From an optimization exercise on the open Yosys and OpenROAD flow, aimed at small area, a short achievable clock period and few clock cycles per item; shortcuts taken in it are not production practice.
Only the layout flow was run in this run; the RTL was not checked for function there.
No activity file was given, so power comes from the tool's default toggle rates.

### flow/constraint.sdc
create_clock -name core_clock -period 12.0 [get_ports {clk}]
set_input_delay 2.4000 -clock core_clock [delete_from_list [all_inputs] [get_ports {clk}]]
set_output_delay 2.4000 -clock core_clock [all_outputs]
set_load 0.01 [all_outputs]
### flow/run.sh
#!/bin/bash
# synth_recipe.tcl (not shown) runs the flow's synth.tcl, then flattens the netlist and writes it again
# the make line also repeats each setting of config.mk as NAME=value (left out here)
make -C /OpenROAD-flow-scripts/flow DESIGN_CONFIG=/design/flow/config.mk WORK_HOME=/design/flow/orfs CLKGATE_MAP_FILE= SYNTH_SCRIPT=/design/flow/synth_recipe.tcl finish
### flow/config.mk
export PLATFORM = sky130hd
export DESIGN_NAME = damask_ga
export DESIGN_NICKNAME = damask_ga
export VERILOG_FILES = /design/flow/design.v
export SDC_FILE = /design/flow/constraint.sdc
export NUM_CORES = 4
export LEC_CHECK = 0
export CAP_MARGIN = 20
export CORE_MARGIN = 2
export CORE_UTILIZATION = 40
export CTS_CLUSTER_DIAMETER = 60
export CTS_CLUSTER_SIZE = 12
export SLEW_MARGIN = 20
### flow/design.v
module damask_ga (
    input  wire        clk,
    input  wire        rst,         
    input  wire        start,       
    input  wire [47:0] acc,         
    input  wire [7:0]  dks,         
    input  wire [3:0]  cls,         
    input  wire [15:0] age_gmax,    
    input  wire        age_en,      
    output reg         dec_rd,      
    output reg  [3:0]  dec_cls,     
    output reg  [5:0]  dec_idx,     
    input  wire [15:0] dec_data,    
    output reg         done,        
    output reg  [15:0] ga,          
    output reg         age_cap      
);
    localparam [2:0] S_IDLE = 3'd0,
                     S_STR  = 3'd1,    
                     S_INT  = 3'd2,    
                     S_FAR  = 3'd3,    
                     S_DIV  = 3'd4,    
                     S_CAP  = 3'd5;    
    reg [2:0]  st;
    reg [4:0]  c;        
    reg [1:0]  pa;       
    reg        pz;       
    reg [7:0]  dk;       
    reg [7:0]  R;        
    reg [17:0] W;        
    reg        odd;      
    reg [16:0] L;        
    reg [15:0] X;        
    reg [15:0] dd;       
    reg        eq;       
    reg        stop_d;   
    wire in_idle = (st == S_IDLE);
    wire in_str  = (st == S_STR);
    wire in_int  = (st == S_INT);
    wire in_far  = (st == S_FAR);
    wire in_div  = (st == S_DIV);
    wire in_cap  = (st == S_CAP);
    wire [55:0] accx = {7'd0, acc, 1'b0};               
    wire [6:0]  nzb;                                     
    genvar gi;
    generate for (gi = 0; gi < 7; gi = gi + 1) begin : NZ
        assign nzb[gi] = |accx[8*gi +: 8];
    end endgenerate
    wire [2:0]  cb   = c[4:2];
    wire [7:0]  B    = (cb < 3'd7) ? accx[8*cb +: 8] : 8'd0;
    wire [7:0]  Bs   = B >> {c[1:0], 1'b0};
    wire [6:0]  nzab = nzb >> cb;                        
    wire        abv  = |nzab[6:1];
    wire        pz_n = ~(|Bs | abv) | ~(|dks);
    wire far_early = (|acc[47:42] & dks[7])
                   | (|acc[47:43] & |dks[7:6])
                   | (|acc[47:44] & |dks[7:5])
                   | (|acc[47:45] & |dks[7:4])
                   | (|acc[47:46] & |dks[7:3])
                   | ( acc[47]    & |dks[7:2]);
    wire [9:0] sumR = {2'b0, R} + (pa[0] ? {2'b0, dk} : 10'd0)
                                + (pa[1] ? {1'b0, dk, 1'b0} : 10'd0);
    wire       stop = pz & (R == 8'd0);        
    wire       odd_n = W[17];
    wire [1:0] m2   = odd_n ? W[16:15] : W[15:14];
    wire [2:0] cj   = c[2:0] - 3'd3;             
    wire [5:0] j    = {cj, odd_n, m2};
    wire lin_now  = in_str & (c == 5'd18) & stop;
    wire str_late = in_str & (c >= 5'd19);
    wire str_far  = str_late & (stop ? (j == 6'd63) : (c == 5'd26));
    wire str_int  = str_late & stop & (j != 6'd63);
    wire lin_step = in_str & (c >= 5'd6) & (c <= 5'd18);
    wire int_step = in_int & (c >= 5'd4);
    wire [1:0] fb = lin_step ? W[17:16] : (odd ? W[2:1] : W[1:0]);
    wire [15:0] s0 = fb[0] ? dd : X;
    wire [15:0] s1 = fb[1] ? dd : X;
    wire [18:0] sumL = {2'b0, L} + {3'b0, s0} + {2'b0, s1, 1'b0};
    wire [16:0] Lstep = sumL[18:2];
    wire        l_end = lin_now | (in_int & (c == 5'd10));
    wire        tail  = in_str & stop_d & (c <= 5'd14);
    wire        tl16  = (c <= 5'd10);
    wire signed [15:0] u = {~L[15], L[14:0]};
    wire signed [15:0] u8 = u >>> 8;
    wire [16:0] Ltail = tl16 ? {1'b0, L[15], {15{~L[15]}}}
                             : {1'b0, ~u8[15], u8[14:0]};
    wire [16:0] Lnext = tail ? Ltail
                      : (lin_step | int_step) ? Lstep
                      : in_idle ? 17'd32768
                      : (in_int & (c == 5'd3)) ? {1'b0, dd} + 17'd8192
                      : (in_far & (c == 5'd2)) ? {1'b0, dec_data}
                      : L;
    wire [16:0] V    = L;
    wire [16:0] x1   = {X, ga[15]};
    wire [17:0] d1   = {1'b0, x1} - {1'b0, V};
    wire        q1   = ~d1[17];
    wire [15:0] r1   = q1 ? d1[15:0] : x1[15:0];
    wire        g1   = age_gmax[4'd15 - c[3:0]];
    wire        sat  = (c == 5'd0) & (V <= 17'd8192);
    wire        gt   = eq & q1 & ~g1;
    wire        eq2  = eq & (q1 == g1);
    wire        last = (c[3:0] == 4'd15);
    always @(posedge clk) begin
        done    <= 1'b0;
        dec_rd  <= ~rst;
        dec_cls <= cls;
        dd      <= dec_data;
        dk      <= dks;
        pa      <= {B[{c[1:0], 1'b1}], B[{c[1:0], 1'b0}]};
        pz      <= pz_n;
        R       <= in_str ? sumR[9:2] : 8'd128;
        L       <= Lnext;
        eq      <= 1'b1;
        stop_d  <= stop & in_str;
        if (l_end)
            ga <= {1'b0, Lnext[15:1]};
        if ((in_str & ~(str_late & stop)) | int_step)
            W <= {sumR[1:0], W[17:2]};
        if (in_idle)
            X <= 16'd32768;
        else if ((in_str & (c == 5'd18)) | in_far | (in_int & (c == 5'd10)))
            X <= 16'd8192;
        else if (in_int & (c == 5'd3))
            X <= dd;
        if (rst) begin
            st      <= S_IDLE;
            c       <= 5'd0;
            dec_idx <= 6'd0;
        end else begin
            c <= c + 5'd1;
            case (st)
                S_IDLE: begin
                    dec_idx <= 6'd0;
                    c       <= 5'd0;
                    if (start) begin
                        if (!age_en) begin
                            ga      <= 16'd16384;
                            age_cap <= 1'b0;
                            done    <= 1'b1;
                        end else if (far_early) begin
                            dec_idx <= 6'd63;
                            c       <= 5'd1;
                            st      <= S_FAR;
                        end else begin
                            c       <= 5'd1;
                            st      <= S_STR;
                        end
                    end
                end
                S_STR: begin
                    dec_idx <= 6'd0;
                    if (tail)
                        c <= c + (tl16 ? 5'd8 : 5'd4);
                    if (str_far) begin
                        dec_idx <= 6'd63;
                        c       <= 5'd1;
                        st      <= S_FAR;
                    end else if (str_int) begin
                        dec_idx <= j;
                        odd     <= odd_n;
                        c       <= 5'd1;
                        st      <= S_INT;
                    end else if (lin_now) begin
                        c       <= 5'd0;
                        st      <= S_DIV;
                    end
                end
                S_INT: begin
                    if (c == 5'd1)
                        dec_idx <= dec_idx + 6'd1;
                    if (c == 5'd10) begin
                        c  <= 5'd0;
                        st <= S_DIV;
                    end
                end
                S_FAR: begin
                    if (c == 5'd2) begin
                        ga <= {1'b0, dec_data[15:1]};
                        c  <= 5'd0;
                        st <= S_DIV;
                    end
                end
                S_DIV: begin
                    X  <= r1;
                    ga <= {ga[14:0], q1};
                    eq <= eq2;
                    if (sat | gt) begin
                        ga      <= age_gmax;
                        age_cap <= 1'b1;
                        done    <= 1'b1;
                        c       <= 5'd0;
                        st      <= S_IDLE;
                    end else if (last) begin
                        if (eq2) begin
                            st <= S_CAP;
                        end else begin
                            age_cap <= 1'b0;
                            done    <= 1'b1;
                            c       <= 5'd0;
                            st      <= S_IDLE;
                        end
                    end
                end
                S_CAP: begin
                    ga      <= age_gmax;
                    age_cap <= ({X, 1'b0} > V);
                    done    <= 1'b1;
                    c       <= 5'd0;
                    st      <= S_IDLE;
                end
                default: st <= S_IDLE;
            endcase
        end
    end
endmodule
==> flow_summary.yaml <==
layout:
  fin_nets: 1352
  multi_input_area_sq_mm: 0.005929
  drive_above_1_share_pct: 6.030
  seq_area_sq_mm: 0.002743
  syn_to_final_growth_pct: 22.02
  fillers: 2154
  final_util_pct: 49.76
  antennaDiodeCount: 0
worst_setup_path:
  required_ps: 12330
  critPathLaunchType: "register"
  end_kind: "register"
  reg2reg_slack_ps: 5110
  critPathMaxFanout: 22
  reg2reg_to: "ga[14]"
  crit_arrival_ps: 7220
  rr_startpoint: "c[1]"
  worstSetupPathType: "reg -> reg"
  ff2ff_path_depth: 21
timing:
  maxSlewViolCount: 0
  slew_headroom_pct: 31.30
  tns_ps: 0
  hold_viol_final: 0
  finalCriticalPeriod_ps: 6888
  rsz0062_at_grt: "false"
  fin_crit_sh_pct: 57.40
  worstMarginPinSlew_ps: 1029
  finClkSkew_ps: 14.58
  max_freq_mhz: 145.2
  setup-violations-final: 0
yosys:
  synth_top_area_share_pct: 22.55
  syn_nets: 1251
  synthArstFlopShare_pct: 0
  yosys_register_bits: 126
  synth_edf_count: 22
  yosys_warnings: 1
  postSynthAreaPerCell_sq_um: 8.549
  synth_cell_type_count: 68
  synth_area_sq_mm: 0.009233
  synth_largest_area_cell: "dfxtp_1"
  synthTopCellsByCount: "104 x dfxtp_1, 101 x nand2_1, 95 x inv_1"
  synth-main-ff-cell: "dfxtp_1"
  synth.most_common_cell: "dfxtp_1"
  ys_top_cells_by_area: "dfxtp_1 23%, mux2i_1 7.3%, edfxtp_1 7.2%"
  synth_seq_area_share_pct: 29.71
  syn_inst: 1080
floorplanning:
  initial_utilization_pct: 40.78
  die_w_microns: 155.9
  placement_rows: 55
  io_pins: 125
  coreArea_sq_mm: 0.02264
  die-area_sq_mm: 0.02431
  die_y_microns: 155.9
clock_network:
  hold_buffers: 0
  clk_latency_ps: 440
  cts_tree: "yes"
  root_buffer: "clkbuf_16"
  cts-resized-gates: 0
  cts_sinks: 126
  clockBufferDepth: 2
  post_cts_buffers: 0
  clk_pin_slew_ps: 60
  cts_made_buffers: 17
  htreeDepth: 4
routing:
  drc_errors: 0
  avgViaCountPerCell: 5.932
  postRouteAntennaNets: 0
  drtIter0Drc: 958
  wl_mm: 30.65
  firstDrtPassIters: 5
  avgRoutedWirePerCell_microns: 20.72
  route.vias.total: 8773
place:
  dp_hpwl_mm: 24.12
  place_congestion: 0.9075
  port_buffers: 124
grt:
  grt_max_degree: 35
  grt_pass1_wl_mm: 48.03
  grt.overflow.total: 0
  grt_pass1_vias: 8516
  grtUsageTotal_pct: 25.68
  antenna_found_initial: 0
pwr:
  p_leak_nw: 4.495
  irDropWorstVdd_v: 0.00009528
  power_density_mw_per_mm2: 200.8
status:
  status: "complete, no violations"
hold_path:
  hold_class: "reg -> reg"
  whs_endpoint: "W[5]"
  whs_path_depth: 0
  worstHoldStart: "W[7]"
job:
  maxCapViolCount: 0
registers in the layout (all words and copies together), names as in the netlist, 2 cells and up:
name	flops
st	3
W	18
ga	16
dec_idx	6
dk	8
L	17
dd	16
c	5
dec_cls	4
pa	2
R	8
X	16
logic make-up (layout without fill, tap and decap cells):
kind of cell    Yosys count  in the layout  synth area share (%)
compound gates          307            307                 22.06
simple gates            306            306                 15.52
buf+inv                 148            262                 6.288
flops                   126            126                 29.71
mux                      84             84                 10.92
fa+ha+maj                75             75                 12.28
xor+xnor                 34             34                 3.225
where the power goes:
group / internal, mW / switching [mW]
Combinational: 0.485 / 0.639
Clock: 0.270 / 0.222
Sequential: 0.530 / 0.118
Total: 1.28 / 0.978
critical path: stages (launching register included):
cell      delay [ps]
dfxtp_1          830
ha_1             360
o21ai_0          120
a221oi_2         640
nor2_1           190
a21oi_4          570
mux2_2           420
fa_1             530
nand2_1           80
or3_1            370
a21oi_1          190
nor2_1           100
fa_1             410
nor2b_1          110
o21ai_0          100
a21boi_0         440
a211oi_1         180
o31ai_1          390
a31oi_1          170
xnor2_1          240
nor3_1            90
o32ai_1          240
routing by layer:
| metal | GRT usage [%] | vias up | part of all wire (%) |
|---|---|---|---|
| met5 | 0 | - | 0 |
| met4 | 6.772 | 0 | 2.1 |
| met3 | 6.194 | 49 | 7.9 |
| met2 | 37.78 | 370 | 43 |
| met1 | 37.57 | 4193 | 47 |
| li1 | - | 4161 | - |
stage by stage:
stage                     hold slack [ps]  power [mW]  instances  instance area [sq um]  worst slack [ps]
after floorplan                     400.3       1.403       1080                   9233              6570
after global placement              405.4       1.756       1446                  10690              5255
after detailed placement            405.9       1.758       1447                  10710              5070
after CTS                           421.0       2.259       1479                  11260              5053
after global routing                425.5       2.419       1479                  11270              4545
final                               418.1       2.262       1479                  11270              5112
worst max path at each step:
stage                     from  slack [ps]  cells after the start  endpoint
after CTS                 c[1]        5050                     21    ga[14]
after floorplan           c[0]        6570                     22    ga[14]
after global routing      c[1]        4540                     21    ga[14]
after global placement    c[1]        5250                     21    ga[14]
after detailed placement  c[1]        5070                     21    ga[14]
final                     c[1]        5110                     21    ga[14]
placed cells by master (no fill, tap or decap), drive strengths merged, types with 15 or more instances in the layout:
cell | synthesis | routed
a21o | 17 | 17
a21oi | 68 | 68
a31oi | 17 | 17
clkbuf | 38 | 17
clkdlybuf4s50 | 0 | 124
dfxtp | 104 | 104
edfxtp | 22 | 22
fa | 26 | 26
ha | 49 | 49
inv | 95 | 102
mux2i | 67 | 67
nand2 | 101 | 101
nand3 | 23 | 23
nor2 | 77 | 77
nor3 | 23 | 23
o211ai | 18 | 18
o21ai | 69 | 69
o22ai | 20 | 20
xnor2 | 19 | 19
xor2 | 15 | 15
layout make-up:
type | instances | area share [%]
multi-input cells | 806 | 52.63
flip-flops and latches | 126 | 24.34
repair buffers | 134 | 11.75
clock buffers | 17 | 3.776
inverters | 96 | 3.199
well taps | 285 | 3.165
clock inverters | 15 | 1.133

## port drivers added, routing unchanged
The flow's constraints put no driver on any port. The routed layout listed below was extracted and timed again, unchanged, in two steps. Step 1 assumes that a clkbuf_16 drives the clock port and a buf_2 every other input. Step 2, shift: input delay + t, output delay - t, t = (earliest + latest rising clock arrival at the registers) / 2. This alone moves slack from input paths to output paths. Slacks: ideal / step 1 / step 2; pairs: ideal / step 1.
t, ns: 0.479
slack for setup (ns): 5.112 / 5.112 / 5.112
worst setup path at the end: register to register
worst slew at a driven data input, ns: 0.06
After both steps setup and hold are still met in this run. For this run, drivers alone change the setup slack by 0.000 ns; drivers and shift together by 0.000 ns.
